Context: an optimization exercise on an open-source flow, tuned for small area, a short achievable clock period and few clock cycles per item. The choices shown serve that exercise and are no tape-out recipe.
RTL that was checked went through simulation tests only; none was proved equivalent to the original.
The RTL of run 4 was laid out without a check of its function.

==> flow/design.v <==
module aes_sbox_front (
    input  wire [7:0] a,
    output wire [11:0] m
);
    wire g59 = a[4] & a[7];
    wire g58 = ~(a[4] | a[7]);
    wire g60 = ~(g59 | g58);
    wire g85 = ~(g60 | a[1]);
    wire g63 = g60 & a[1];
    wire g86 = ~(g85 | g63);
    wire g88 = g86 & ~a[3];
    wire g87 = ~g86 & a[3];
    wire g0 = g88 | g87;
    wire g56 = a[7] & a[5];
    wire g43 = ~(a[7] | a[5]);
    wire g7 = ~(g56 | g43);
    wire g40 = a[2] & a[4];
    wire g39 = ~(a[2] | a[4]);
    wire g41 = ~(g40 | g39);
    wire g36 = g7 & g41;
    wire g57 = ~(g7 | g41);
    wire g1 = ~(g36 | g57);
    wire g78 = a[3] & a[6];
    wire g77 = ~(a[3] | a[6]);
    wire g79 = ~(g78 | g77);
    wire g81 = g79 & a[5];
    wire g80 = ~(g79 | a[5]);
    wire g82 = ~(g81 | g80);
    wire g99 = ~g86 & g82;
    wire g98 = g86 & ~g82;
    wire g2 = g99 | g98;
    wire g90 = ~g0 & a[0];
    wire g89 = g0 & ~a[0];
    wire g3 = g90 | g89;
    wire g84 = ~g82 & g41;
    wire g83 = g82 & ~g41;
    wire g4 = g84 | g83;
    wire g38 = a[3] & a[2];
    wire g37 = ~(a[3] | a[2]);
    wire g5 = ~(g38 | g37);
    wire g97 = ~g4 & a[1];
    wire g96 = g4 & ~a[1];
    wire g6 = g97 | g96;
    wire g8 = m[11:8];
    wire g104 = ~(g7 | g5);
    wire g102 = g7 & g5;
    wire g45 = a[0] & a[6];
    wire g44 = ~(a[0] | a[6]);
    wire g46 = ~(g45 | g44);
    wire g103 = ~(g102 | g46);
    wire g105 = ~(g104 | g103);
    wire g101 = ~(a[7] | a[1]);
    wire g107 = g105 & ~g101;
    wire g106 = ~g105 & g101;
    wire g108 = ~(g107 | g106);
    wire g9 = ~g108 & g57;
    wire g10 = g108 & ~g57;
    wire g11 = ~(g10 | g9);
    wire g100 = g2 & ~g6;
    wire g12 = g11 & g100;
    wire g13 = ~(g11 | g100);
    wire g14 = ~(g13 | g12);
    wire g91 = ~(g3 | g4);
    wire g47 = ~(g46 | a[1]);
    wire g50 = ~g47 & g43;
    wire g49 = a[7] & a[1];
    wire g51 = ~(g50 | g49);
    wire g48 = g47 & ~g43;
    wire g52 = g51 & ~g48;
    wire g42 = ~(g41 | g5);
    wire g54 = g52 & ~g42;
    wire g53 = ~g52 & g42;
    wire g55 = ~(g54 | g53);
    wire g93 = ~g91 & g55;
    wire g92 = g91 & ~g55;
    wire g94 = ~(g93 | g92);
    wire g64 = ~(g63 | g38);
    wire g62 = ~g37 & a[1];
    wire g65 = ~(g64 | g62);
    wire g61 = g60 & ~a[6];
    wire g68 = ~g65 & g61;
    wire g67 = g62 & ~g60;
    wire g69 = ~(g68 | g67);
    wire g66 = g65 & ~g61;
    wire g70 = g69 & ~g66;
    wire g72 = g70 & ~g57;
    wire g71 = ~g70 & g57;
    wire g73 = ~(g72 | g71);
    wire g75 = ~(g73 | g55);
    wire g74 = g73 & g55;
    wire g76 = ~(g75 | g74);
    wire g95 = g94 & g76;
    wire g15 = ~(g14 | g95);
    wire g16 = g5 & a[0];
    wire g17 = g0 & ~g4;
    wire g18 = g17 & ~g108;
    wire g19 = ~g17 & g108;
    wire g20 = ~(g19 | g18);
    wire g21 = g20 & g16;
    wire g22 = ~(g20 | g16);
    wire g23 = ~(g22 | g21);
    wire g24 = g23 & g14;
    wire g25 = g24 & g76;
    wire g26 = ~(g23 | g95);
    wire g27 = g14 & ~g94;
    wire g28 = ~g23 & g76;
    wire g29 = ~g23 & g14;
    wire g30 = ~(g29 | g94);
    wire g31 = g30 & ~g28;
    wire g32 = ~g30 & g28;
    wire g33 = g30 & ~g76;
    wire g34 = ~g26 & g14;
    wire g35 = ~g34 & g94;
    assign m[8] = ~(g25 | g15);
    assign m[10] = g27 | g26;
    assign m[11] = g32 | g31;
    assign m[9] = ~(g35 | g33);
    assign m[7:0] = { g7, g6, g5, g4, g1, g2, g0, g3 };
endmodule
module aes_sbox_back (
    input  wire [11:0] m,
    output wire [7:0] y
);
    wire g58 = m[1] & m[4];
    wire g57 = ~(m[1] | m[4]);
    wire g59 = ~(g58 | g57);
    wire g61 = ~(g59 | m[5]);
    wire g62 = ~g61 & m[9];
    wire g60 = g59 & m[5];
    wire g63 = g62 & ~g60;
    wire g147 = m[11] & m[2];
    wire g79 = m[11] & m[10];
    wire g78 = ~(m[11] | m[10]);
    wire g80 = ~(g79 | g78);
    wire g81 = g80 & m[6];
    wire g77 = m[7] & m[10];
    wire g83 = g81 & ~g77;
    wire g82 = ~g81 & g77;
    wire g84 = ~(g83 | g82);
    wire g8 = ~(g147 | g84);
    wire g148 = g147 & g84;
    wire g9 = ~(g8 | g148);
    wire g116 = m[2] & ~m[0];
    wire g115 = ~m[2] & m[0];
    wire g117 = ~(g116 | g115);
    wire g92 = m[11] & m[9];
    wire g91 = ~(m[11] | m[9]);
    wire g93 = ~(g92 | g91);
    wire g118 = ~g117 & g93;
    wire g112 = m[3] & m[1];
    wire g111 = ~(m[3] | m[1]);
    wire g113 = ~(g112 | g111);
    wire g95 = m[10] & m[8];
    wire g94 = ~(m[10] | m[8]);
    wire g96 = ~(g95 | g94);
    wire g98 = g96 & g93;
    wire g97 = ~(g96 | g93);
    wire g99 = ~(g98 | g97);
    wire g114 = g113 & g99;
    wire g120 = ~g118 & g114;
    wire g119 = g118 & ~g114;
    wire g121 = ~(g120 | g119);
    wire g11 = g9 & ~g121;
    wire g10 = ~g9 & g121;
    wire g12 = ~(g11 | g10);
    wire g146 = g80 & m[3];
    wire g14 = ~(g12 | g146);
    wire g13 = g12 & g146;
    wire g15 = ~(g14 | g13);
    wire g65 = g63 & g15;
    wire g64 = ~(g63 | g15);
    wire g66 = ~(g65 | g64);
    wire g102 = m[7] & ~m[5];
    wire g101 = ~m[7] & m[5];
    wire g103 = ~(g102 | g101);
    wire g104 = ~g103 & g96;
    wire g89 = m[6] & m[4];
    wire g88 = ~(m[6] | m[4]);
    wire g90 = ~(g89 | g88);
    wire g100 = g99 & g90;
    wire g106 = ~g104 & g100;
    wire g105 = g104 & ~g100;
    wire g107 = ~(g106 | g105);
    wire g68 = g66 & ~g107;
    wire g67 = ~g66 & g107;
    wire g69 = ~(g68 | g67);
    wire g54 = m[5] & ~m[0];
    wire g53 = ~m[5] & m[0];
    wire g55 = ~(g54 | g53);
    wire g56 = ~g55 & m[8];
    wire g71 = ~(g69 | g56);
    wire g70 = g69 & g56;
    wire g0 = g71 | g70;
    wire g27 = m[3] & m[10];
    wire g26 = g80 & m[2];
    wire g29 = ~g27 & g26;
    wire g28 = g27 & ~g26;
    wire g30 = ~(g29 | g28);
    wire g32 = g30 & ~g84;
    wire g31 = ~g30 & g84;
    wire g33 = ~(g32 | g31);
    wire g123 = ~m[9] & m[0];
    wire g122 = ~m[1] & m[8];
    wire g126 = g123 & ~g122;
    wire g125 = ~(m[8] | m[0]);
    wire g127 = ~(g126 | g125);
    wire g124 = ~g123 & g122;
    wire g128 = g127 & ~g124;
    wire g130 = ~(g128 | g121);
    wire g129 = g128 & g121;
    wire g131 = ~(g130 | g129);
    wire g35 = ~(g33 | g131);
    wire g34 = g33 & g131;
    wire g36 = ~(g35 | g34);
    wire g73 = m[4] & m[8];
    wire g72 = m[5] & m[9];
    wire g75 = ~g73 & g72;
    wire g74 = g73 & ~g72;
    wire g76 = ~(g75 | g74);
    wire g52 = ~(g36 | g76);
    wire g51 = g36 & g76;
    wire g1 = g52 | g51;
    wire g133 = ~g117 & g96;
    wire g132 = g113 & g93;
    wire g135 = ~g133 & g132;
    wire g134 = g133 & ~g132;
    wire g136 = ~(g135 | g134);
    wire g86 = ~g84 & g76;
    wire g85 = g84 & ~g76;
    wire g7 = ~(g86 | g85);
    wire g42 = ~g136 & g7;
    wire g41 = g136 & ~g7;
    wire g43 = ~(g42 | g41);
    wire g50 = ~(g43 | g30);
    wire g49 = g43 & g30;
    wire g2 = ~(g50 | g49);
    wire g40 = m[9] & m[1];
    wire g45 = g43 & ~g40;
    wire g44 = ~g43 & g40;
    wire g46 = ~(g45 | g44);
    wire g39 = m[8] & m[0];
    wire g48 = ~(g46 | g39);
    wire g47 = g46 & g39;
    wire g3 = ~(g48 | g47);
    wire g17 = g96 & g90;
    wire g16 = ~g103 & g93;
    wire g19 = ~g17 & g16;
    wire g18 = g17 & ~g16;
    wire g20 = ~(g19 | g18);
    wire g38 = ~(g36 | g20);
    wire g37 = g36 & g20;
    wire g4 = ~(g38 | g37);
    wire g22 = g20 & ~g136;
    wire g21 = ~g20 & g136;
    wire g23 = ~(g22 | g21);
    wire g25 = ~(g23 | g15);
    wire g24 = g23 & g15;
    wire g5 = g25 | g24;
    wire g137 = m[11] & m[6];
    wire g139 = ~(g137 | g136);
    wire g138 = g137 & g136;
    wire g140 = ~(g139 | g138);
    wire g142 = g140 & ~g131;
    wire g141 = ~g140 & g131;
    wire g143 = ~(g142 | g141);
    wire g87 = g80 & m[7];
    wire g109 = g107 & ~g87;
    wire g108 = ~g107 & g87;
    wire g110 = ~(g109 | g108);
    wire g145 = ~(g143 | g110);
    wire g144 = g143 & g110;
    wire g6 = ~(g145 | g144);
    assign y = { g3, g7, g6, g2, g1, g0, g5, g4 };
endmodule
module aes_mixcol (
    input  wire [31:0] a,
    output wire [31:0] y
);
    wire [7:0] a0 = a[31:24], a1 = a[23:16], a2 = a[15:8], a3 = a[7:0];
    wire [7:0] p0 = a0 ^ a1, p1 = a1 ^ a2, p2 = a2 ^ a3, p3 = a3 ^ a0;
    function [7:0] xt;
        input [7:0] v;
        xt = {v[6:0], 1'b0} ^ {3'b000, v[7], v[7], 1'b0, v[7], v[7]};
    endfunction
    assign y[31:24] = xt(p0) ^ (a1 ^ p2);
    assign y[23:16] = xt(p1) ^ (a2 ^ p3);
    assign y[15:8]  = xt(p2) ^ (a3 ^ p0);
    assign y[7:0]   = xt(p3) ^ (a0 ^ p1);
endmodule
module aes_enc_core (
    input  wire         clk,
    input  wire         rst,         
    input  wire         key_load,    
    input  wire [1:0]   key_len,     
    input  wire [255:0] key,         
    input  wire         in_valid,
    output reg          in_ready,
    input  wire [127:0] in_data,
    output reg          out_valid,
    output wire [127:0] out_data
);
    reg         l128, l192, l256;    
    reg  [3:0]  nr;                  
    reg  [2:0]  kp;                  
    reg         krdy;                
    reg         v1, w1, vm1, wm1, v2, w2, vm2, wm2;
    reg  [3:0]  r1, rm1, r2, rm2;
    reg  [1:0]  gn;                  
    reg         gopen;               
    wire        lastm2 = (rm2 == nr);
    wire        cont2  = vm2 && !lastm2;             
    wire        accept = in_valid && in_ready;
    reg  [255:0] ks;
    reg  [127:0] h0, h1, rko;
    reg  [31:0]  ksi;                
    reg          ksi_rot;            
    reg  [47:0]  km;                 
    wire [31:0] S7 = ks[31:0];
    wire [31:0] H00 = h0[127:96], H01 = h0[95:64], H02 = h0[63:32], H03 = h0[31:0];
    wire [31:0] H10 = h1[127:96], H11 = h1[95:64], H12 = h1[63:32], H13 = h1[31:0];
    wire [31:0] kin = ksi_rot ? {ksi[23:0], ksi[31:24]} : ksi;
    wire [47:0] km_d;
    wire [31:0] kb;                  
    genvar g;
    generate
        for (g = 0; g < 4; g = g + 1) begin : g_ksb
            aes_sbox_front u_f (.a(kin[31-8*g -: 8]), .m(km_d[47-12*g -: 12]));
            aes_sbox_back  u_b (.m(km[47-12*g -: 12]), .y(kb[31-8*g -: 8]));
        end
    endgenerate
    reg         c_en;                
    reg         c_fix;               
    reg         c_fixw;              
    reg         c_h0, c_h1, c_o;     
    reg  [3:0]  c_b;                 
    reg         c_p;                 
    reg         c_m01, c_m23, c_n01, c_n23, c_zq;
    reg  [7:0]  c_rc01, c_rc23;
    reg         c_rot, c_x4;         
    reg         k_sel;               
    wire [31:0] B0 = ({32{c_b[0]}} & H00) | ({32{c_b[1]}} & H10) | ({32{c_b[2]}} & H02) | ({32{c_b[3]}} & H12);
    wire [31:0] B1 = ({32{c_b[0]}} & H01) | ({32{c_b[1]}} & H11) | ({32{c_b[2]}} & H03) | ({32{c_b[3]}} & H13);
    wire [31:0] B2 = ({32{c_b[0]}} & H02) | ({32{c_b[1]}} & H12) | ({32{c_b[2]}} & H10) | ({32{c_b[3]}} & H00);
    wire [31:0] B3 = ({32{c_b[0]}} & H03) | ({32{c_b[1]}} & H13) | ({32{c_b[2]}} & H11) | ({32{c_b[3]}} & H01);
    wire [31:0] N2 = c_p ? H02 : H12;
    wire [31:0] N3 = c_p ? H03 : H13;
    wire [31:0] Q01 = B0 ^ B1;
    wire [31:0] Q23 = B2 ^ B3;
    wire [31:0] zQ  = {32{c_zq}} & Q01;
    wire [31:0] e0  = ({32{c_n01}} & N3) ^ {c_rc01, 24'h000000};
    wire [31:0] e2  = ({32{c_n23}} & N3) ^ {c_rc23, 24'h000000};
    wire [31:0] P0 = B0 ^ e0;
    wire [31:0] P1 = Q01 ^ e0;
    wire [31:0] P2 = zQ ^ (B2 ^ e2);
    wire [31:0] P3 = zQ ^ (Q23 ^ e2);
    wire [31:0] n0 = P0 ^ ({32{c_m01}} & kb);
    wire [31:0] n1 = P1 ^ ({32{c_m01}} & kb);
    wire [31:0] n2 = P2 ^ ({32{c_m23}} & kb);
    wire [31:0] n3 = P3 ^ ({32{c_m23}} & kb);
    wire [127:0] nk = {n0, n1, n2, n3};
    wire [31:0] P3x = zQ ^ ((Q23 ^ e2) ^ ({32{c_x4}} & (N2 ^ N3)));
    wire [31:0] nx  = P3x ^ ({32{c_m23}} & kb);
    reg  [127:0] s1, s2;             
    reg  [191:0] m1, m2;             
    reg  [127:0] outr;
    assign out_data = outr;
    wire [127:0] mix1, mix2, sub2;
    wire [191:0] m1_d, m2_d;
    aes_half_round u_a1 (.s(s1), .rk(h0), .m(m1_d));
    aes_half_round u_a2 (.s(s2), .rk(h1), .m(m2_d));
    aes_back_round u_b1 (.m(m1), .sub(), .mix(mix1));
    aes_back_round u_b2 (.m(m2), .sub(sub2), .mix(mix2));
    wire [127:0] okey = c_o ? nk : rko;
    always @(posedge clk) begin
        m1   <= m1_d;
        s2   <= mix1;
        m2   <= m2_d;
        s1   <= cont2 ? mix2 : in_data;
        outr <= sub2 ^ okey;
        km   <= km_d;
        ksi     <= k_sel ? nx : S7;
        ksi_rot <= k_sel ? c_rot : 1'b1;
    end
    function [1:0] mod3;             
        input [3:0] r;
        case (r)
            4'd0: mod3 = 2'd0;  4'd1: mod3 = 2'd1;  4'd2: mod3 = 2'd2;  4'd3: mod3 = 2'd0;
            4'd4: mod3 = 2'd1;  4'd5: mod3 = 2'd2;  4'd6: mod3 = 2'd0;  4'd7: mod3 = 2'd1;
            4'd8: mod3 = 2'd2;  4'd9: mod3 = 2'd0;  4'd10: mod3 = 2'd1; 4'd11: mod3 = 2'd2;
            4'd12: mod3 = 2'd0; 4'd13: mod3 = 2'd1; 4'd14: mod3 = 2'd2; default: mod3 = 2'd0;
        endcase
    endfunction
    function [7:0] rcon_of;
        input [3:0] r;
        input       a128, a192;
        begin
            if (a128) begin
                case (r)
                    4'd1: rcon_of = 8'h02;  4'd2: rcon_of = 8'h04;  4'd3: rcon_of = 8'h08;
                    4'd4: rcon_of = 8'h10;  4'd5: rcon_of = 8'h20;  4'd6: rcon_of = 8'h40;
                    4'd7: rcon_of = 8'h80;  4'd8: rcon_of = 8'h1b;  4'd9: rcon_of = 8'h36;
                    default: rcon_of = 8'h00;
                endcase
            end else if (a192) begin
                case (r)
                    4'd2: rcon_of = 8'h02;  4'd3: rcon_of = 8'h04;  4'd5: rcon_of = 8'h08;
                    4'd6: rcon_of = 8'h10;  4'd8: rcon_of = 8'h20;  4'd9: rcon_of = 8'h40;
                    4'd11: rcon_of = 8'h80;
                    default: rcon_of = 8'h00;
                endcase
            end else begin
                case (r)
                    4'd1: rcon_of = 8'h01;  4'd3: rcon_of = 8'h02;  4'd5: rcon_of = 8'h04;
                    4'd7: rcon_of = 8'h08;  4'd9: rcon_of = 8'h10;  4'd11: rcon_of = 8'h20;
                    4'd13: rcon_of = 8'h40;
                    default: rcon_of = 8'h00;
                endcase
            end
        end
    endfunction
    wire        v1_n = cont2 || accept;
    wire        w1_n = cont2 ? wm2 : !gopen;
    wire [3:0]  r1_n = cont2 ? rm2 + 4'd1 : 4'd1;
    wire        np_n = (!v1_n || r1_n == nr - 4'd1) && (!v1 || r1 == nr - 4'd1) &&
                       (!vm1 || rm1 == nr - 4'd1) && (!v2 || r2 == nr) &&
                       !(v1_n && w1_n) && !(v1 && w1) && !(vm1 && wm1);
    wire [2:0]  kp_n = key_load ? 3'd1 : (kp == 3'd0 || kp == 3'd7) ? kp : kp + 3'd1;
    wire        krdy_n = key_load ? (key_len != 2'd1) :
                         (krdy || (kp_n >= 3'd2));
    wire        st1_n = v1 && w1 && (r1 != 4'd1);
    wire        st2_n = v2 && w2;
    wire [3:0]  j_n   = st2_n ? r2 : r1;             
    wire [3:0]  sr_n  = j_n - 4'd1;                  
    wire [3:0]  sn_n  = j_n;                         
    wire [1:0]  m3c   = mod3(sr_n);
    wire [1:0]  m3n   = mod3(sn_n);
    always @(posedge clk) begin
        if (rst) begin
            krdy      <= 1'b0;
            kp        <= 3'd0;
            v1        <= 1'b0;
            vm1       <= 1'b0;
            v2        <= 1'b0;
            vm2       <= 1'b0;
            gopen     <= 1'b0;
            gn        <= 2'd0;
            in_ready  <= 1'b0;
            out_valid <= 1'b0;
            c_en      <= 1'b0;
            c_fix     <= 1'b0;
        end else begin
            kp        <= kp_n;
            krdy      <= krdy_n;
            v1        <= v1_n;
            vm1       <= v1;
            v2        <= vm1;
            vm2       <= v2;
            gopen     <= accept && !(gopen && gn == 2'd2);
            gn        <= !accept ? 2'd0 : gopen ? gn + 2'd1 : 2'd0;
            in_ready  <= krdy_n && (np_n || (accept && !(gopen && gn == 2'd2)));
            out_valid <= vm2 && lastm2;
            c_en      <= st1_n || st2_n || (kp == 3'd2 && !l256);
            c_fix     <= kp == 3'd2 && !l256;
        end
        c_fixw <= !rst && kp == 3'd2 && !l256 && !key_load;
        k_sel  <= !rst && (st1_n || st2_n || (kp == 3'd2 && !l256)) && !key_load;
        w1  <= w1_n;
        r1  <= r1_n;
        wm1 <= w1;
        rm1 <= r1;
        w2  <= wm1;
        r2  <= rm1 + 4'd1;
        wm2 <= w2;
        rm2 <= r2;
        c_h0 <= st2_n && r2 != nr;
        c_h1 <= st1_n;
        c_o  <= st2_n && r2 == nr;
        if (kp == 3'd2 && !l256) begin
            c_b   <= 4'b0001;
            c_p   <= 1'b0;
            c_m01  <= 1'b1;
            c_m23  <= 1'b1;
            c_n01  <= 1'b0;
            c_n23  <= 1'b0;
            c_zq   <= 1'b1;
            c_rc01 <= 8'h01;
            c_rc23 <= 8'h01;
            c_rot <= 1'b1;
            c_x4  <= 1'b0;
        end else begin
            c_p   <= j_n[0];
            c_b   <= {l192 && j_n[0], l192 && !j_n[0],
                      (l128 && !j_n[0]) || (l256 && j_n[0]),
                      (l128 && j_n[0]) || (l256 && !j_n[0])};
            c_m01  <= !(l192 && m3c != 2'd2);
            c_m23  <= !(l192 && m3c == 2'd1);
            c_n01  <= l192 && m3c != 2'd2;
            c_n23  <= l192 && m3c == 2'd1;
            c_zq   <= !(l192 && m3c == 2'd0);
            c_rc01 <= (l192 && m3c != 2'd2) ? 8'h00 : rcon_of(sr_n, l128, l192);
            c_rc23 <= (l192 && m3c == 2'd1) ? 8'h00 : rcon_of(sr_n, l128, l192);
            c_rot <= l128 || (l256 && sn_n[0]) || (l192 && m3n != 2'd1);
            c_x4  <= l192 && m3n == 2'd0;
        end
        if (key_load) begin
            l128 <= key_len != 2'd1 && key_len != 2'd2;
            l192 <= key_len == 2'd1;
            l256 <= key_len == 2'd2;
            nr   <= (key_len == 2'd1) ? 4'd12 : (key_len == 2'd2) ? 4'd14 : 4'd10;
        end
    end
    always @(posedge clk) begin
        if (key_load) begin
            ks[255:32] <= key[255:32];
            ks[31:0]   <= (key_len == 2'd1) ? key[95:64] :
                          (key_len == 2'd2) ? key[31:0] : key[159:128];
        end else if (c_fixw) begin
            if (l128) ks[127:0] <= nk;
            else      ks[63:0]  <= {n0, n1};
        end
    end
    always @(posedge clk) begin
        if (kp == 3'd1 || (in_ready && !gopen))
            h0 <= ks[255:128];
        else if (c_en && c_h0)
            h0 <= nk;
        if (kp == 3'd1)
            h1 <= ks[127:0];
        else if (c_fixw && l128)
            h1 <= nk;
        else if (vm1 && wm1 && rm1 == 4'd1)
            h1 <= ks[127:0];
        else if (c_en && c_h1)
            h1 <= nk;
        if (c_o)
            rko <= nk;
    end
endmodule
module aes_half_round (
    input  wire [127:0] s,
    input  wire [127:0] rk,
    output wire [191:0] m
);
    wire [127:0] a = s ^ rk;
    genvar g;
    generate
        for (g = 0; g < 16; g = g + 1) begin : g_sb
            aes_sbox_front u_f (.a(a[127-8*g -: 8]), .m(m[191-12*g -: 12]));
        end
    endgenerate
endmodule
module aes_back_round (
    input  wire [191:0] m,
    output wire [127:0] sub,
    output wire [127:0] mix
);
    wire [127:0] sb;
    genvar g, c, r;
    generate
        for (g = 0; g < 16; g = g + 1) begin : g_sb
            aes_sbox_back u_b (.m(m[191-12*g -: 12]), .y(sb[127-8*g -: 8]));
        end
        for (c = 0; c < 4; c = c + 1) begin : g_col
            for (r = 0; r < 4; r = r + 1) begin : g_row
                assign sub[127-8*(4*c+r) -: 8] = sb[127-8*(4*((c+r)%4)+r) -: 8];
            end
            aes_mixcol u_mc (.a(sub[127-32*c -: 32]), .y(mix[127-32*c -: 32]));
        end
    endgenerate
endmodule
==> flow/flow/run.sh <==
#!/bin/bash
# Own layout flow: the standard flow (standard.sh, with its synthesis
# script and steps) with these settings changed:
#  - synthesis maps the logic with the ABC script in flow/abc.script (an
#    area-oriented mapping) instead of ORFS's speed script;
#  - the make variables listed in flow/make_vars.txt (one VAR=value per
#    line) are added to both make runs: among them SETUP_SLACK_MARGIN, so
#    that the timing repair steps aim for extra setup slack and the layout is
#    sized for a short period, although the clock stays at the design's.
# Each tool's output goes to a log file of its own in this folder.
set -uo pipefail
W=$PWD
SD=$W/scripts_own
rm -rf "$SD"; mkdir -p "$SD"
for f in "$FLOW_HOME"/scripts/*; do ln -s "$f" "$SD/"; done
rm -f "$SD/abc_area.script"; cp "$W/flow/abc.script" "$SD/abc_area.script"
VARS=()
if [[ -f "$W/flow/make_vars.txt" ]]; then
  while IFS= read -r line; do
    [[ -z "$line" || "$line" == \#* ]] && continue
    VARS+=("$line")
  done < "$W/flow/make_vars.txt"
fi
bash standard.sh SCRIPTS_DIR="$SD" ABC_AREA=1 "${VARS[@]}" synth > "$W/synth.log" 2>&1 || { tail -30 "$W/synth.log"; exit 1; }
bash standard.sh "${VARS[@]}" finish > "$W/layout.log" 2>&1 || { tail -30 "$W/layout.log"; exit 1; }
==> flow/flow/abc.script <==
&get -n
&st
&dch
&nf -a -R 1000
&put
==> flow/flow/make_vars.txt <==
SETUP_SLACK_MARGIN=6.8
BUFFER_PORTS_ARGS=-buffer_cell sky130_fd_sc_hd__buf_2
==> flow/standard.sh <==
#!/bin/bash
# synth_recipe.tcl (not shown) runs the flow's synth.tcl, then flattens the netlist and writes it again
# the make line also repeats each setting of config.mk as NAME=value (left out here)
make -C /OpenROAD-flow-scripts/flow DESIGN_CONFIG=/design/flow/config.mk WORK_HOME=/design/flow/orfs CLKGATE_MAP_FILE= SYNTH_SCRIPT=/design/flow/synth_recipe.tcl "${@:-finish}"
==> flow/config.mk <==
export PLATFORM = sky130hd
export DESIGN_NAME = aes_enc_core
export DESIGN_NICKNAME = aes_enc_core
export VERILOG_FILES = /design/flow/design.v
export SDC_FILE = /design/flow/constraint.sdc
export NUM_CORES = 8
export LEC_CHECK = 0
export CAP_MARGIN = 20
export CORE_MARGIN = 2
export CORE_UTILIZATION = 50
export CTS_CLUSTER_DIAMETER = 100
export CTS_CLUSTER_SIZE = 20
export PLACE_DENSITY = 0.7
export SLEW_MARGIN = 20
==> flow/constraint.sdc <==
create_clock -name core_clock -period 10.0 [get_ports {clk}]
set_input_delay 2.0000 -clock core_clock [delete_from_list [all_inputs] [get_ports {clk}]]
set_output_delay 2.0000 -clock core_clock [all_outputs]
set_load 0.01 [all_outputs]
==> flow_summary_export.csv, run 1 <==
group,metric,value,unit
place,dp.final_hpwl,291000,µm
sta,fin_crit_sh,33.2,%
synth,ys.flop_type,"dfxtp_1",
die,die_area,191000,µm²
run,maxCapViolations,0,
cts,cts_tree,"done",
sta,fin_crit,3320,ps
synth,async_flop_share,0,%
sta,finalSetupTns,0,ps
global_route,grt_overflow_total,0,
place,placedInstanceArea,101000,µm²
routing,ant_nets,0,
cts,clockRootBuffer,"clkbuf_16",
routing,vias,79300,
sta,hold_viol_final,0,
sta,worstMarginPinSlew,1060,ps
cells_and_area,fillers,14900,
routing,wl_per_cell,27.8,µm
die,coreArea,187000,µm²
die,ioPinCount,520,
worst_setup_path,critPathBufInv,1,
routing,drc,0,
worst_setup_path,critical-path-slowest-cell,"dfxtp_4",
cts,numCtsBuffers,92,
sta,rsz0062_at_grt,"yes",
sta,layout_setup_ws,6680,ps
sta,maxSlewHeadroom,29.2,%
cells_and_area,drive_above_1_share,21.3,%
hold_path,hp-class,"flip-flop to flip-flop",
synth,synth_common_cells,"xnor2_1, nand2_1, xor2_1, dfxtp_1, nor2_1",
die,initial_core_util,50.1,%
cts,htreeDepth,3,
synth,yosysMostFrequentCell,"xnor2_1",
global_route,grt_max_degree,155,
synth,synth_edf_count,517,
cells_and_area,area.growth.synth_to_final,27.8,%
worst_setup_path,crit_path_end_kind,"output port",
cells_and_area,finalInstanceArea,120000,µm²
synth,avgSynthCellArea,9.30,µm²
worst_setup_path,critical_path_arrival,1320,ps
routing,finalWirelength,383000,µm
worst_setup_path,critical_path.top_delay_family,"flip-flops",
routing,routed_via_density,5.74,
routing,drtIter0Drc,10200,
global_route,antenna_found_initial,19,
worst_setup_path,cp_max_fo,1,
synth,syn-num-nets,10700,
synth,ys_seq_area_share,38.8,%
cts,insertion_delay,810,ps
worst_setup_path,crit_path_max_incr_delay,410,ps
global_route,grt_pass1_wl,521000,µm
sta,setup_violations,0,
cts,cts.clk_slew.worst_paths,90,ps
sta,timing.fmax,301,MHz
die,fp-row-count,159,
routing,dr.pass1.iters,13,
cells_and_area,nNetsFinal,11800,
cts,clockBufferDepth,3,
sta,clock_skew,44.3,ps
worst_setup_path,cp-start-kind,"flip-flop",
place,io_buffers,519,
synth,synth-seq-cells,1561,
synth,synth_top_cell_by_area,"xnor2_1",
global_route,grt_pass1_vias,74700,
place,gp_congestion,1.05,
place,place_ws,5180,ps
synth,ys_types,46,
synth,syn_inst,10100,
die,die_w,437,µm
sta,slew_viol_final,0,
cts,cts.sinks,1561,
die,dieHeight,437,µm
worst_setup_path,crit_type,"flip-flop to output port",
global_route,grt_usage,37.8,%
synth,synth_area,93900,µm²
cts,cts_hold_buf,0,
worst_setup_path,cp.required,8000,ps
synth,yosysWarnings,2,
synth,synth_top_area_share,23.9,%
worst_setup_path,cp_cell_sequence,"buf_6",
run_status,status,"complete, no violations",
synth,synth_top_cells_by_area,"xnor2_1, dfxtp_1, edfxtp_1, xor2_1, nand2_1",
-- layer usage --
layer	global-route usage [%]	up-vias	share of wire, %
met5	0	-	0.020
met4	27.0	12	9.0
met3	7.31	1057	10
met2	57.9	4485	44
met1	47.8	38300	37
li1	-	35400	-
-- final timing paths --
path,start,end,slack [ps],cells past startpoint
worst max register to register,l128,h1[99],6690,6
worst min-delay path,w1,wm1,370,0
worst min register to register,w1,wm1,370,0
worst max-delay path,outr[12],out_data[12],6680,1
-- metrics by stage --
step / hold WS [ps] / std cells / utilization (%)
finish: 373 / 13800 / 64.1
detailed placement: 344 / 13200 / 53.8
CTS: 371 / 13500 / 59.7
global route: 378 / 13800 / 64.1
global placement: 339 / 13200 / 53.8
floorplan: 331 / 10100 / -
-- placed cells by master, fill, tap and decap left out, drive strengths merged, types with 12 or more instances in the layout --
master,instances
edfxtp,517
o21ai,403
nand2,1497
o221ai,24
a21oi,676
clkbuf,160
a22o,33
mux2i,102
dfxtp,1044
nor2,916
o311ai,20
o22a,24
a222oi,129
mux2,38
xnor2,2559
buf,1038
o22ai,39
a22oi,22
a31oi,13
ha,198
nand2b,134
xor2,1220
nor3,19
nand3,12
clkinv,321
o221a,28
nor2b,44
-- final cells by class --
class                           instances  area [µm²]  area share, %
Antenna cell                            5        12.5         0.0104
Clock buffer                          158        2650           2.21
Clock inverter                         16         214          0.178
Inverter                              315        1190          0.991
Multi-Input combinational cell       8221       68000           56.7
Sequential cell                      1561       36700           30.6
Tap cell                             2495        3120           2.60
Timing Repair Buffer                 1040        8090           6.74
-- cell families after synthesis --
kind of cell,after synthesis,share of synthesized area (%)
simple gates,2648,11.2
xor+xnor,3780,35.3
flops,1561,38.8
fa+ha+maj,198,2.64
buf+inv,315,1.26
mux,140,1.54
compound gates,1453,9.28
-- sequential cells by signal, indices dropped and copies added, names as in the netlist, 8 cells and up --
name	count
c_rc01	8
c_rc23	8
h0	128
h1	128
km	48
ks	256
ksi	32
m1	192
m2	192
outr	128
rko	128
s1	128
s2	128
-- repair_timing --
action / CTS / global route
gates cloned: 1 / 4
endpoints found under the setup margin: 1282 / 867
gates resized for setup: 937 / 805
pin swaps: 110 / 205
setup buffers: 130 / 275
-- worst reg2reg max path, delay by kind of cell (launching register included) --
family          cells  cell delay, ps
compound gates      2             990
buf+inv             2             910
flops               1             330
simple gates        2             900
Testbench counts, summed over its fixed seeds: cycles 12,694, items 1,687.
==> run 2, diff against run 1 <==
--- a/flow/config.mk
+++ b/flow/config.mk
@@ -10,5 +10,5 @@
 export CORE_UTILIZATION = 50
 export CTS_CLUSTER_DIAMETER = 100
 export CTS_CLUSTER_SIZE = 20
-export PLACE_DENSITY = 0.7
+export PLACE_DENSITY = 0.5
 export SLEW_MARGIN = 20
==> run 2 against run 1 <==
  * Final cell count is 0.42% lower
  * Clock-buffer cell count is 9 lower
  * Area after synthesis stayed put
  * Fmax is 0.29% higher
  * Clock skew is 9.7 ps lower
  * Still clean on timing, DRC and antenna
  * Hold slack worse by 5.5 ps
  * Non-clock buffer count is 50 lower
  * Sequential cell count stayed put
==> flow_summary_export.csv, run 2 <==
group,metric,value,unit
global_route,grt_pass1_wl,533000,µm
sta,worstMarginPinSlew,1060,ps
sta,whs,368,ps
die,fp-row-count,159,
sta,slew_viol_final,0,
global_route,grt_pass1_vias,73900,
worst_setup_path,critical_path_arrival,1310,ps
cts,htreeDepth,3,
worst_setup_path,r2r_setup_slack,6730,ps
worst_setup_path,cp_max_fo,1,
die,dieHeight,437,µm
run_status,status,"complete, no violations",
die,ioPinCount,520,
routing,dr.pass1.iters,14,
synth,yosysWarnings,2,
cells_and_area,final_cells,13800,
place,io_buffers,519,
sta,setup_violations,0,
synth,synth_fa_ha_area_share,2.64,%
die,coreArea,187000,µm²
worst_setup_path,critical-path-slowest-cell,"dfxtp_4",
cells_and_area,largest_reg_flops,256,
worst_setup_path,crit_type,"flip-flop to output port",
cells_and_area,area.growth.synth_to_final,26.0,%
synth,synth.area.mux_share,1.54,%
synth,syn-num-nets,10700,
synth,synth_common_cells,"xnor2_1, nand2_1, xor2_1, dfxtp_1, nor2_1",
worst_setup_path,reg2regPathDepth,10,
cts,cts.clk_slew.worst_paths,100,ps
synth,syn_inst,10100,
worst_setup_path,cp_cell_sequence,"buf_6",
routing,vias,78300,
routing,drc,0,
cts,cts.sinks,1561,
routing,ant_nets,0,
global_route,grt_overflow_total,0,
routing,drtIter0Drc,9385,
cts,insertion_delay,810,ps
place,dp.final_hpwl,302000,µm
cells_and_area,drive_above_1_share,20.3,%
worst_setup_path,critical_path.top_delay_family,"flip-flops",
sta,hold_viol_final,0,
sta,clock_skew,34.5,ps
hold_path,whs_endpoint,"wm2",
global_route,grt_usage,39.3,%
hold_path,hp-class,"flip-flop to flip-flop",
worst_setup_path,crit_path_end_kind,"output port",
cts,cts_tree,"done",
cts,numCtsBuffers,90,
sta,rsz0062_at_grt,"yes",
synth,synth_xor_area_share,35.3,%
cts,clockRootBuffer,"clkbuf_16",
synth,yosysMostFrequentCell,"xnor2_1",
sta,timing.fmax,302,MHz
cells_and_area,largest_registers,"ks (256), m1 (192), m2 (192)",
place,gp_congestion,1.01,
sta,maxSlewHeadroom,29.2,%
synth,avgSynthCellArea,9.30,µm²
die,initial_core_util,50.1,%
cells_and_area,top_register,"ks",
synth,ys_types,46,
synth,synth-compound-area-share,9.28,%
synth,ys.flop_type,"dfxtp_1",
synth,synth_top_cell_by_area,"xnor2_1",
cells_and_area,nNetsFinal,11800,
synth,async_flop_share,0,%
synth,yosys.area_share.simple,11.2,%
sta,finalSetupTns,0,ps
global_route,grt_max_degree,137,
hold_path,hold_start,"w2",
synth,synth-seq-cells,1561,
sta,fin_crit_sh,33.1,%
worst_setup_path,reg2reg_from,"m1[143]",
routing,wl_per_cell,28.6,µm
cts,clockBufferDepth,3,
place,dp.cells,13200,
worst_setup_path,cp-start-kind,"flip-flop",
synth,ys_seq_area_share,38.8,%
run,maxCapViolations,0,
worst_setup_path,crit_path_max_incr_delay,400,ps
worst_setup_path,critPathBufInv,1,
synth,synth_top_area_share,23.9,%
synth,synth_top_family_by_area,"XOR/XNOR gates",
routing,finalWirelength,393000,µm
global_route,antenna_found_initial,20,
worst_setup_path,cp.required,8000,ps
die,die_area,191000,µm²
hold_path,holdPathStages,0,
sta,fin_crit,3310,ps
die,die_w,437,µm
synth,synth_area,93900,µm²
synth,synth_top_cells_by_area,"xnor2_1, dfxtp_1, edfxtp_1, xor2_1, nand2_1",
routing,routed_via_density,5.69,
cells_and_area,final_common_cell,"xnor2_1",
synth,synth_edf_count,517,
worst_setup_path,r2r_end,"s2[91]",
cells_and_area,final_cell_mix,"xnor2_1, nand2_1, xor2_1",
==> run 2: layout make-up <==
type | instances | area, µm²
fill | 15500 | 68900
multi-input combinational | 8222 | 66900
sequential | 1561 | 36600
timing repair buffer | 990 | 7790
tap | 2495 | 3120
clock buffer | 149 | 2540
inverter | 315 | 1190
clock inverter | 16 | 159
antenna | 5 | 12.5
==> run 2: repair_timing <==
item	4_1_cts	5_1_grt
setup endpoints to repair	1239	668
setup buffers	146	185
hold buffers	0	0
resized for setup	841	726
pin swaps	103	159
gates cloned	6	1
==> run 2: kinds of logic after synthesis <==
group,Yosys count
xor gates and xnor gates,3780
and+or+nand+nor,2648
muxes,140
AOI/OAI and AO/OA,1453
adders and majority gates,198
buffers and inverters,315
DFF,1561
==> run 2: worst max-delay path by stage <==
| stage | start | to | slack, ps | cells past startpoint |
|---|---|---|---|---|
| 2_1_floorplan | kp[1] | h0[0] | 1310 | 5 |
| 3_3_place_gp | key_load | ks[15] | 5230 | 8 |
| 3_5_place_dp | key_load | ks[31] | 5210 | 8 |
| 4_1_cts | m2[20] | s1[89] | 6610 | 10 |
| 5_1_grt | ksi_rot | km[33] | 6600 | 12 |
| 6_report | outr[12] | out_data[12] | 6690 | 1 |
==> run 2: stage by stage <==
step / setup slack (ps) / util, % / cell area (µm²)
2_1_floorplan: 1310 / - / 93900
3_3_place_gp: 5230 / 53.9 / 101000
3_5_place_dp: 5210 / 54.0 / 101000
4_1_cts: 6610 / 59.6 / 112000
5_1_grt: 6600 / 63.2 / 118000
6_report: 6690 / 63.2 / 118000
==> run 2: layer usage <==
metal	vias to the layer above	GRT usage [%]	routed length (µm)
met5	-	0	84
met4	12	23.9	29900
li1	35300	-	-
met1	38200	50.2	150000
met3	868	7.11	37200
met2	3959	61.8	176000
==> run 3, diff against run 2 <==
==> flow/config.mk (replaced) <==
export PLATFORM = sky130hd
export DESIGN_NAME = aes_enc_core
export DESIGN_NICKNAME = aes_enc_core
export VERILOG_FILES = /design/flow/design.v
export SDC_FILE = /design/flow/constraint.sdc
export NUM_CORES = 8
export LEC_CHECK = 0
export CAP_MARGIN = 5
export CORE_MARGIN = 2
export CORE_UTILIZATION = 50
export CTS_CLUSTER_DIAMETER = 100
export CTS_CLUSTER_SIZE = 20
export SLEW_MARGIN = 5
==> run 3 against run 2 <==
  * Still clean on timing, DRC and antenna
  * Hold slack improved by 3.5 ps
  * Utilization grew 0.16 points
  * Clock-buffer cell count up 2
  * Fmax decreased by 0.20%
  * Area after synthesis unchanged
  * Critical path type unchanged
  * Largest cell class unchanged
  * Highest routed layer unchanged
==> flow_summary_export.csv, run 3 <==
group,metric,value,unit
cells_and_area,drive_above_1_share,20.3,%
routing,wl_per_cell,28.3,µm
synth,yosysWarnings,2,
sta,hold_viol_final,0,
synth,synth_top_area_share,23.9,%
place,dp.final_hpwl,296000,µm
worst_setup_path,cp-start-kind,"flip-flop",
worst_setup_path,crit_start,"outr[61]",
place,place_ws,5560,ps
die,die_area,191000,µm²
worst_setup_path,crit_type,"flip-flop to output port",
global_route,grt_overflow_total,0,
cells_and_area,area.growth.synth_to_final,26.4,%
global_route,grt_max_degree,165,
global_route,grt_usage,38.6,%
sta,fin_crit,3320,ps
routing,vias,78100,
sta,clock_skew,43.4,ps
hold_path,hp-class,"flip-flop to flip-flop",
cells_and_area,top_register,"ks",
synth,ys_seq_area_share,38.8,%
synth,syn_inst,10100,
synth,synth_top_cells_by_area,"xnor2_1, dfxtp_1, edfxtp_1, xor2_1, nand2_1",
die,initial_core_util,50.1,%
routing,drc,0,
die,dieHeight,437,µm
synth,avgSynthCellArea,9.30,µm²
worst_setup_path,critical_path_arrival,1320,ps
place,gp_congestion,1.04,
sta,maxSlewHeadroom,30.7,%
routing,finalWirelength,389000,µm
worst_setup_path,crit_path_end_kind,"output port",
place,io_buffers,519,
sta,fin_crit_sh,33.2,%
worst_setup_path,critical_path.top_delay_family,"flip-flops",
sta,timing.fmax,301,MHz
synth,synth_top_cell_by_area,"xnor2_1",
cells_and_area,nNetsFinal,11800,
cells_and_area,final_cell_mix,"xnor2_1, nand2_1, xor2_1",
worst_setup_path,reg2reg_from,"m1[44]",
global_route,antenna_found_initial,13,
worst_setup_path,cp.depth,1,
synth,synth_area,93900,µm²
die,ioPinCount,520,
worst_setup_path,critical-path-slowest-cell,"dfxtp_4",
cts,cts_hold_buf,0,
sta,finalSetupTns,0,ps
cts,clockBufferDepth,3,
cts,htreeDepth,3,
routing,dr.pass1.iters,15,
die,fp-row-count,159,
routing,routed_via_density,5.67,
sta,layout_setup_ws,6680,ps
synth,synth_edf_count,517,
run_status,status,"complete, no violations",
cells_and_area,fillers,15500,
routing,ant_nets,0,
routing,drtIter0Drc,9411,
cts,numCtsBuffers,91,
cells_and_area,multi_input_area,66800,µm²
synth,ys_types,46,
synth,async_flop_share,0,%
cells_and_area,largest_reg_flops,256,
sta,setup_violations,0,
synth,synth-seq-cells,1561,
worst_setup_path,critPathBufInv,1,
global_route,grt_pass1_vias,73600,
sta,worstMarginPinSlew,1040,ps
worst_setup_path,cp.required,8000,ps
worst_setup_path,crit_path_max_incr_delay,410,ps
cts,clockRootBuffer,"clkbuf_16",
hold_path,hold_start,"w2",
synth,syn-num-nets,10700,
die,coreArea,187000,µm²
worst_setup_path,crit_end,"out_data[61]",
sta,slew_viol_final,0,
cts,cts_tree,"done",
cells_and_area,final_common_cell,"xnor2_1",
cts,cts.clk_slew.worst_paths,90,ps
synth,ys.flop_type,"dfxtp_1",
worst_setup_path,r2r_end,"s2[16]",
cts,insertion_delay,800,ps
cells_and_area,seqCellArea,36700,µm²
cells_and_area,largest_registers,"ks (256), m1 (192), m2 (192)",
synth,synth_common_cells,"xnor2_1, nand2_1, xor2_1, dfxtp_1, nor2_1",
worst_setup_path,cp_cell_sequence,"buf_6",
cts,cts.sinks,1561,
sta,rsz0062_at_grt,"yes",
worst_setup_path,cp_max_fo,1,
synth,yosysMostFrequentCell,"xnor2_1",
die,die_w,437,µm
global_route,grt_pass1_wl,527000,µm
worst_setup_path,r2r_setup_slack,6740,ps
worst_setup_path,reg2regPathDepth,9,
run,maxCapViolations,0,
[run 3: cell counts after synthesis]
Identical to the previous run, type by type.
[run 3: through the flow]
| step | instance area, µm² | cells | util (%) | hold slack, ps |
|---|---|---|---|---|
| after detailed placement | 101000 | 13200 | 54.0 | 335 |
| after global placement | 101000 | 13200 | 53.9 | 335 |
| after global routing | 119000 | 13800 | 63.4 | 376 |
| after floorplan | 93900 | 10100 | - | 331 |
| final | 119000 | 13800 | 63.4 | 371 |
| after CTS | 111000 | 13500 | 59.3 | 366 |
[run 3: final cells by class]
cell class,instances,share of cell area (%)
multi-input cells,8221,56.3
clock inverters,17,0.127
well taps,2495,2.63
inverters,315,1.00
flip-flops and latches,1561,30.9
clock buffers,151,2.15
repair buffers,1013,6.84
diodes,6,0.0127
[run 3: metal layers]
layer	global-route usage [%]	share of wire, %
met1	49.6	38
met2	59.2	43
met4	25.5	8.7
met5	0	0.035
met3	7.31	9.8
[run 3: cells by family (layout without fill, tap and decap cells)]
family                     Yosys count  in the layout  share of synthesized area [%]
adders and majority gates          198            198                           2.64
DFF                               1561           1561                           38.8
and+or+nand+nor                   2648           2650                           11.2
muxes                              140            140                           1.54
buffers and inverters              315           1496                           1.26
xor gates and xnor gates          3780           3780                           35.3
AOI/OAI and AO/OA                 1453           1453                           9.28
other                                0              6                              0
[run 3: worst min path at each step]
stage,end,slack [ps],cells after the start
2_1_floorplan,wm2,330,0
3_3_place_gp,wm2,340,0
3_5_place_dp,wm2,330,0
4_1_cts,wm2,370,0
5_1_grt,wm2,380,0
6_report,wm2,370,0
[run 3: repair_timing]
item	in CTS	in global routing
buffers inserted	138	221
gates resized for setup	849	736
setup endpoints to repair	1248	795
pin swaps	109	152
cloned	0	6
==> run 4, diff against run 3 <==
--- a/flow/design.v
+++ b/flow/design.v
@@ -329,7 +329,6 @@
         end
     endgenerate
     reg         c_en;                
-    reg         c_fix;               
     reg         c_fixw;              
     reg         c_h0, c_h1, c_o;     
     reg  [3:0]  c_b;                 
@@ -425,8 +424,7 @@
                        (!vm1 || rm1 == nr - 4'd1) && (!v2 || r2 == nr) &&
                        !(v1_n && w1_n) && !(v1 && w1) && !(vm1 && wm1);
     wire [2:0]  kp_n = key_load ? 3'd1 : (kp == 3'd0 || kp == 3'd7) ? kp : kp + 3'd1;
-    wire        krdy_n = key_load ? (key_len != 2'd1) :
-                         (krdy || (kp_n >= 3'd2));
+    wire        krdy_n = key_load || krdy;
     wire        st1_n = v1 && w1 && (r1 != 4'd1);
     wire        st2_n = v2 && w2;
     wire [3:0]  j_n   = st2_n ? r2 : r1;             
@@ -447,7 +445,6 @@
             in_ready  <= 1'b0;
             out_valid <= 1'b0;
             c_en      <= 1'b0;
-            c_fix     <= 1'b0;
         end else begin
             kp        <= kp_n;
             krdy      <= krdy_n;
@@ -460,7 +457,6 @@
             in_ready  <= krdy_n && (np_n || (accept && !(gopen && gn == 2'd2)));
             out_valid <= vm2 && lastm2;
             c_en      <= st1_n || st2_n || (kp == 3'd2 && !l256);
-            c_fix     <= kp == 3'd2 && !l256;
         end
         c_fixw <= !rst && kp == 3'd2 && !l256 && !key_load;
         k_sel  <= !rst && (st1_n || st2_n || (kp == 3'd2 && !l256)) && !key_load;
@@ -528,6 +524,8 @@
             h1 <= ks[127:0];
         else if (c_fixw && l128)
             h1 <= nk;
+        else if (c_fixw)
+            h1 <= {ks[127:64], n0, n1};
         else if (vm1 && wm1 && rm1 == 4'd1)
             h1 <= ks[127:0];
         else if (c_en && c_h1)
--- a/flow/config.mk
+++ b/flow/config.mk
@@ -5,9 +5,9 @@
 export SDC_FILE = /design/flow/constraint.sdc
 export NUM_CORES = 8
 export LEC_CHECK = 0
-export CAP_MARGIN = 5
+export CAP_MARGIN = 20
 export CORE_MARGIN = 2
 export CORE_UTILIZATION = 50
 export CTS_CLUSTER_DIAMETER = 100
 export CTS_CLUSTER_SIZE = 20
-export SLEW_MARGIN = 5
+export SLEW_MARGIN = 20
==> run 4 against run 3 <==
  * Cell area up 1.2%
  * Clock-buffer cell count up 1
  * Area after synthesis up 1.8%
==> flow_summary_export.csv, run 4 <==
group,metric,value,unit
run_status,status,"complete, no violations",
cts,cts_hold_buf,0,
worst_setup_path,cp-start-kind,"flip-flop",
sta,worstMarginPinSlew,1030,ps
global_route,grt_pass1_wl,547000,µm
routing,finalWirelength,401000,µm
global_route,grt_overflow_total,0,
sta,setup_violations,0,
die,ioPinCount,520,
cts,clockRootBuffer,"clkbuf_16",
sta,whs,384,ps
sta,hold_viol_final,0,
worst_setup_path,crit_type,"flip-flop to flip-flop",
synth,synth_edf_count,517,
synth,yosysWarnings,2,
routing,dr.pass1.iters,13,
synth,syn_inst,10300,
cells_and_area,fillers,15800,
routing,wl_per_cell,28.6,µm
synth,ys_types,46,
sta,fin_crit_sh,33.2,%
routing,drc,0,
sta,clock_skew,57.6,ps
global_route,grt_max_degree,148,
synth,synth_top_cells_by_area,"xnor2_1, dfxtp_1, edfxtp_1, xor2_1, nand2_1",
worst_setup_path,critical-path-slowest-cell,"xnor2_1",
hold_path,hp-class,"flip-flop to flip-flop",
worst_setup_path,cp_max_fo,4,
place,gp_congestion,1.06,
global_route,use_met1,50.7,%
synth,ys.flop_type,"dfxtp_1",
global_route,gr-usage-met3,7.94,%
worst_setup_path,crit_path_end_kind,"flip-flop",
cells_and_area,largest_reg_flops,256,
synth,synth_common_cells,"xnor2_1, nand2_1, xor2_1, dfxtp_1, nor2_1",
synth,async_flop_share,0,%
global_route,grt_usage,39.6,%
synth,synth_area,95500,µm²
sta,maxSlewHeadroom,31.1,%
cells_and_area,largest_registers,"ks (256), m1 (192), m2 (192)",
die,dieHeight,441,µm
cts,cts.clk_slew.worst_paths,90,ps
worst_setup_path,critPathBufInv,1,
sta,rsz0062_at_grt,"yes",
synth,yosysMostFrequentCell,"xnor2_1",
worst_setup_path,crit_end,"s2[75]",
sta,slew_viol_final,0,
worst_setup_path,cp_cell_sequence,"xnor2_1 -> xor2_1 -> nand2b_1 -> xor2_1 -> xnor2_1 -> xnor2_2 -> xor2_2 -> buf_4 -> xor2_1 -> xnor2_1 -> xnor2_1",
cells_and_area,area.growth.synth_to_final,25.7,%
global_route,grt_pass1_vias,76200,
cells_and_area,nNetsFinal,12000,
global_route,antenna_found_initial,27,
die,fp-row-count,160,
worst_setup_path,cp.depth,11,
cells_and_area,top_register,"ks",
worst_setup_path,critical_path_arrival,3970,ps
global_route,use_met2,59.8,%
worst_setup_path,crit_path_frequent_cell,"xnor2_1",
routing,routed_via_density,5.75,
worst_setup_path,r2r_setup_slack,6680,ps
cts,clockBufferDepth,3,
synth,synth_top_area_share,23.1,%
die,die_area,195000,µm²
worst_setup_path,reg2regPathDepth,11,
die,initial_core_util,50.3,%
die,die_w,441,µm
routing,ant_nets,0,
worst_setup_path,reg2reg_from,"m1[82]",
run,maxCapViolations,0,
cells_and_area,final_cell_mix,"xnor2_1, nand2_1, xor2_1",
sta,fin_crit,3320,ps
cts,insertion_delay,820,ps
routing,vias,80600,
place,dp.final_hpwl,304000,µm
routing,drtIter0Drc,9995,
synth,ys_seq_area_share,38.1,%
worst_setup_path,critical_path.top_delay_family,"XOR/XNOR gates",
synth,synth_top_cell_by_area,"xnor2_1",
sta,timing.fmax,301,MHz
place,io_buffers,519,
cells_and_area,drive_above_1_share,20.1,%
worst_setup_path,crit_start,"m1[82]",
die,coreArea,190000,µm²
worst_setup_path,crit_path_max_incr_delay,410,ps
sta,finalSetupTns,0,ps
cells_and_area,final_common_cell,"xnor2_1",
cts,numCtsBuffers,91,
worst_setup_path,cp.required,10650,ps
cts,htreeDepth,3,
synth,avgSynthCellArea,9.27,µm²
synth,synth-seq-cells,1561,
cts,cts.sinks,1561,
worst_setup_path,r2r_end,"s2[75]",
cts,cts_tree,"done",
synth,syn-num-nets,10900,
global_route,grt-busiest-layer,"met2",
run 4: changes by cell type after synthesis, moves of 24 or more:
cell	previous run	this run
o21ai_0	403	569
nand2_1	1497	1641
a21oi_1	675	549
nor2_1	916	802
mux2_1	38	113
xor2_1	1220	1272
xnor2_1	2559	2518
o22a_1	24	62
a22o_1	33	1
a221o_1	1	28
o221ai_1	24	0
run 4: layout make-up:
class	instances	area, µm²	share of cell area (%)
multi-input combinational	8434	68500	57.0
sequential	1561	36700	30.5
timing repair buffer	1034	7880	6.56
tap	2511	3140	2.62
clock buffer	152	2590	2.16
inverter	308	1160	0.969
clock inverter	16	150	0.125
antenna	12	30.0	0.0250
run 4: cells by family (layout without fill, tap and decap cells):
kind of cell / after synthesis / after routing / share of synthesized area (%)
AO/OA/AOI/OAI: 1524 / 1525 / 9.62
other: 0 / 12 / 0
buffers and inverters: 308 / 1510 / 1.21
multiplexers: 222 / 222 / 2.47
flip-flops: 1561 / 1561 / 38.1
AND/OR/NAND/NOR: 2697 / 2699 / 11.2
XOR/XNOR: 3790 / 3790 / 34.7
adder cells (fa/ha/maj): 198 / 198 / 2.59
run 4: worst min-delay path by stage:
stage	end	cells after the start	startpoint
final	wm1	0	w1
after global routing	wm1	0	w1
after CTS	wm2	0	w2
after detailed placement	wm2	0	w2
after global placement	wm2	0	w2
after floorplan	wm2	0	w2
run 4: routing by layer:
metal / vias up / share of wire, %
li1: 36300 / -
met1: 39100 / 38
met2: 4268 / 44
met3: 963 / 10
met4: 16 / 8.6
met5: - / 0.028
run 4: what timing repair did:
item,in CTS,in global routing
buffers inserted,137,217
gates resized for setup,800,786
pin swaps,102,197
endpoints found under the hold margin,0,0
setup endpoints to repair,1162,658
gates cloned,3,1
run 4: through the flow:
stage / setup WS (ps) / utilization (%) / cell area, µm² / instances
finish: 6680 / 63.2 / 120000 / 14000
detailed placement: 5630 / 54.1 / 103000 / 13500
global route: 6590 / 63.2 / 120000 / 14000
global placement: 5450 / 54.1 / 103000 / 13500
CTS: 6670 / 59.2 / 113000 / 13800
floorplan: 1550 / - / 95600 / 10300
run 4: worst register-to-register path, stage by stage, from the launching register on:
cell and delay (ps):
dfxtp_1 360, xnor2_1 350, xor2_1 230, nand2b_1 100, xor2_1 400, xnor2_1 230, xnor2_2 290, xor2_2 150
buf_4 190, xor2_1 340, xnor2_1 140, xnor2_1 410
==> run 5, diff against run 4 <==
--- a/flow/design.v
+++ b/flow/design.v
@@ -329,6 +329,7 @@
         end
     endgenerate
     reg         c_en;                
+    reg         c_fix;               
     reg         c_fixw;              
     reg         c_h0, c_h1, c_o;     
     reg  [3:0]  c_b;                 
@@ -424,7 +425,8 @@
                        (!vm1 || rm1 == nr - 4'd1) && (!v2 || r2 == nr) &&
                        !(v1_n && w1_n) && !(v1 && w1) && !(vm1 && wm1);
     wire [2:0]  kp_n = key_load ? 3'd1 : (kp == 3'd0 || kp == 3'd7) ? kp : kp + 3'd1;
-    wire        krdy_n = key_load || krdy;
+    wire        krdy_n = key_load ? (key_len != 2'd1) :
+                         (krdy || (kp_n >= 3'd2));
     wire        st1_n = v1 && w1 && (r1 != 4'd1);
     wire        st2_n = v2 && w2;
     wire [3:0]  j_n   = st2_n ? r2 : r1;             
@@ -445,6 +447,7 @@
             in_ready  <= 1'b0;
             out_valid <= 1'b0;
             c_en      <= 1'b0;
+            c_fix     <= 1'b0;
         end else begin
             kp        <= kp_n;
             krdy      <= krdy_n;
@@ -457,6 +460,7 @@
             in_ready  <= krdy_n && (np_n || (accept && !(gopen && gn == 2'd2)));
             out_valid <= vm2 && lastm2;
             c_en      <= st1_n || st2_n || (kp == 3'd2 && !l256);
+            c_fix     <= kp == 3'd2 && !l256;
         end
         c_fixw <= !rst && kp == 3'd2 && !l256 && !key_load;
         k_sel  <= !rst && (st1_n || st2_n || (kp == 3'd2 && !l256)) && !key_load;
@@ -524,8 +528,6 @@
             h1 <= ks[127:0];
         else if (c_fixw && l128)
             h1 <= nk;
-        else if (c_fixw)
-            h1 <= {ks[127:64], n0, n1};
         else if (vm1 && wm1 && rm1 == 4'd1)
             h1 <= ks[127:0];
         else if (c_en && c_h1)
--- a/flow/flow/run.sh
+++ b/flow/flow/run.sh
@@ -6,7 +6,9 @@
 #  - the make variables listed in flow/make_vars.txt (one VAR=value per
 #    line) are added to both make runs: among them SETUP_SLACK_MARGIN, so
 #    that the timing repair steps aim for extra setup slack and the layout is
-#    sized for a short period, although the clock stays at the design's.
+#    sized for a short period, although the clock stays at the design's;
+#  - before global placement, flow/pre_place.tcl sets a fanout limit, so that
+#    the repair steps build buffer trees for nets with many loads.
 # Each tool's output goes to a log file of its own in this folder.
 set -uo pipefail
 W=$PWD
@@ -22,4 +24,4 @@
   done < "$W/flow/make_vars.txt"
 fi
 bash standard.sh SCRIPTS_DIR="$SD" ABC_AREA=1 "${VARS[@]}" synth > "$W/synth.log" 2>&1 || { tail -30 "$W/synth.log"; exit 1; }
-bash standard.sh "${VARS[@]}" finish > "$W/layout.log" 2>&1 || { tail -30 "$W/layout.log"; exit 1; }
+bash standard.sh "${VARS[@]}" PRE_GLOBAL_PLACE_TCL="$W/flow/pre_place.tcl" finish > "$W/layout.log" 2>&1 || { tail -30 "$W/layout.log"; exit 1; }
==> flow/flow/pre_place.tcl (new file) <==
set_max_fanout 24 [current_design]
==> run 5 against run 4 <==
  * Synthesized cell count decreased by 2.0%
  * Final cell count shrank 1.2%
  * Via count decreased by 3.4%
  * Clock-buffer cell count down 3
  * Die area shrank 1.7%
  * Critical path depth decreased by 1
  * Routed wire length is 3.9% lower
  * Utilization up 0.69 points
  * Critical endpoint is now s2[91]
==> flow_summary_export.csv, run 5 <==
group,metric,value,unit
cells_and_area,area.growth.synth_to_final,27.5,%
routing,routed_via_density,5.62,
routing,drc,0,
sta,fin_crit_sh,33.6,%
synth,syn_inst,10100,
place,dp.final_hpwl,309000,µm
worst_setup_path,cp_max_fo,4,
die,die_area,191000,µm²
synth,async_flop_share,0,%
die,initial_core_util,50.1,%
cells_and_area,largest_registers,"ks (256), m1 (192), m2 (192)",
worst_setup_path,crit_type,"flip-flop to flip-flop",
worst_setup_path,crit_path_end_kind,"flip-flop",
place,place_ws,5550,ps
synth,synth_top_cell_by_area,"xnor2_1",
cells_and_area,nNetsFinal,11900,
die,dieHeight,437,µm
cells_and_area,final_cell_mix,"xnor2_1, nand2_1, xor2_1",
die,die_w,437,µm
synth,avgSynthCellArea,9.30,µm²
cts,insertion_delay,790,ps
synth,synth_top_cells_by_area,"xnor2_1, dfxtp_1, edfxtp_1, xor2_1, nand2_1",
worst_setup_path,critical_path_arrival,3970,ps
sta,clock_skew,32.1,ps
sta,setup_violations,0,
sta,timing.fmax,298,MHz
routing,dr.pass1.iters,10,
synth,synth_area,93900,µm²
cts,cts.clk_slew.worst_paths,90,ps
cts,clockBufferDepth,3,
place,gp_congestion,1.03,
die,fp-row-count,159,
routing,vias,77900,
synth,yosysMostFrequentCell,"xnor2_1",
sta,worstMarginPinSlew,1070,ps
cts,numCtsBuffers,90,
routing,wl_per_cell,27.8,µm
cts,clockRootBuffer,"clkbuf_16",
routing,finalWirelength,385000,µm
cells_and_area,drive_above_1_share,21.6,%
synth,ys_types,46,
sta,slew_viol_final,0,
synth,ys.flop_type,"dfxtp_1",
sta,rsz0062_at_grt,"yes",
synth,synth-seq-cells,1561,
synth,ys_seq_area_share,38.8,%
die,ioPinCount,520,
synth,synth_edf_count,517,
die,coreArea,187000,µm²
cts,cts.sinks,1561,
cells_and_area,final_common_cell,"xnor2_1",
synth,synth_common_cells,"xnor2_1, nand2_1, xor2_1, dfxtp_1, nor2_1",
sta,finalSetupTns,0,ps
run,maxCapViolations,0,
synth,syn-num-nets,10700,
global_route,grt_overflow_total,0,
place,io_buffers,519,
cts,cts_hold_buf,0,
sta,maxSlewHeadroom,28.1,%
worst_setup_path,cp.required,10610,ps
global_route,grt_pass1_vias,74200,
routing,ant_nets,0,
global_route,grt_usage,38.5,%
synth,yosysWarnings,2,
sta,fin_crit,3360,ps
cells_and_area,largest_reg_flops,256,
global_route,grt_max_degree,25,
cts,cts_tree,"done",
sta,layout_setup_ws,6640,ps
global_route,grt_pass1_wl,527000,µm
run_status,status,"complete, no violations",
routing,drtIter0Drc,8364,
cts,htreeDepth,3,
sta,hold_viol_final,0,
hold_path,hp-class,"flip-flop to flip-flop",
worst_setup_path,cp-start-kind,"flip-flop",
synth,synth_top_area_share,23.9,%
global_route,antenna_found_initial,16,
cells_and_area,top_register,"ks",
run 5: cell types whose count changed in the layout (fill, tap and decap cells not counted), moves of 38 or more:
cell and change:
a21oi_1 +94, mux2_1 -75, nand2_1 -144, nor2_1 +121
o21ai_0 -168, o22a_1 -38, xor2_1 -105, xor2_2 +50
run 5: per-stage QoR:
step	area (µm²)	utilization (%)	hold WS (ps)	instances
after floorplan	93900	-	331	10100
final	120000	63.9	374	13900
after global placement	102000	54.3	337	13300
after global routing	120000	63.9	380	13900
after CTS	111000	59.5	372	13600
after detailed placement	102000	54.3	344	13300
run 5: routing by layer:
layer,global-route usage (%),wire length (µm),vias up
li1,-,-,35500
met2,61.3,173000,3617
met1,49.3,149000,37900
met4,21.9,28600,6
met5,0,46,-
met3,6.82,34400,807
run 5: kinds of logic (layout without fill, tap and decap cells):
logic type | Yosys count | in the layout | synth area share, %
adders and majority gates | 198 | 198 | 2.64
buffers and inverters | 315 | 1584 | 1.26
DFF | 1561 | 1561 | 38.8
AOI/OAI and AO/OA | 1453 | 1453 | 9.28
xor gates and xnor gates | 3780 | 3780 | 35.3
muxes | 140 | 140 | 1.54
other | 0 | 4 | 0
and+or+nand+nor | 2648 | 2648 | 11.2
run 5: worst max-delay path, stage by stage (launching register included):
cell and delay (ps):
dfxtp_1 430, xor2_1 300, nand2_1 190, xor2_4 280, xnor2_1 170, xnor2_1 150
xnor2_1 560, xnor2_2 230, xnor2_1 270, xnor2_1 150, xnor2_2 470
run 5: cell type report:
class                      count  area, µm²
sequential                  1561      36600
tap                         2495       3120
clock inverter                11       91.3
multi-input combinational   8219      67300
fill                       15400      67500
inverter                     315       1190
clock buffer                 149       2560
timing repair buffer        1109       8740
antenna                        4       10.0
run 5: final timing paths:
kind            from  endpoint  slack [ps]  cells past startpoint
max          m1[142]    s2[91]        6640                     10
min               w2       wm2         370                      0
max reg2reg  m1[142]    s2[91]        6640                     10
min reg2reg       w2       wm2         370                      0
run 5: timing repair:
item / CTS / global route
cloned: 1 / 6
endpoints found under the setup margin: 1072 / 842
pin swaps: 94 / 194
hold endpoints to repair: 0 / 0
resized for setup: 838 / 853
buffers inserted: 114 / 233
Testbench counts of run 5, summed over its fixed seeds: cycles 12,694, items 1,687.

==> port drivers added, routing unchanged <==
Ports are ideal in the flow. The routed layouts listed here were re-timed in OpenROAD.
Step 1, drivers: a clkbuf_16 drives clk and a buf_2 each remaining input, both assumed.
Step 2 moves the port delays by t, midway between the first and last clock arrival at a register: inputs arrive t later, outputs are due t later. That takes back most of the time a late clock gives input paths.
Three values: no drivers, after step 1, after step 2; two values: the first two.
run | shift t [ns] | setup slack, ns | worst setup path at the end
run 1 | 0.879 | 6.679 / 6.585 / 5.990 | input to register
run 2 | 0.885 | 6.689 / 6.594 / 5.925 | input to register
run 3 | 0.867 | 6.682 / 6.591 / 5.928 | input to register
run 4 | 0.887 | 6.679 / 6.611 / 5.958 | input to register
run 5 | 0.872 | 6.640 / 6.640 / 6.022 | input to register
After both steps every run listed still meets setup and hold. The setup slack of run 2, which loses most, moves by -0.095 ns with the drivers and by -0.764 ns with both steps.
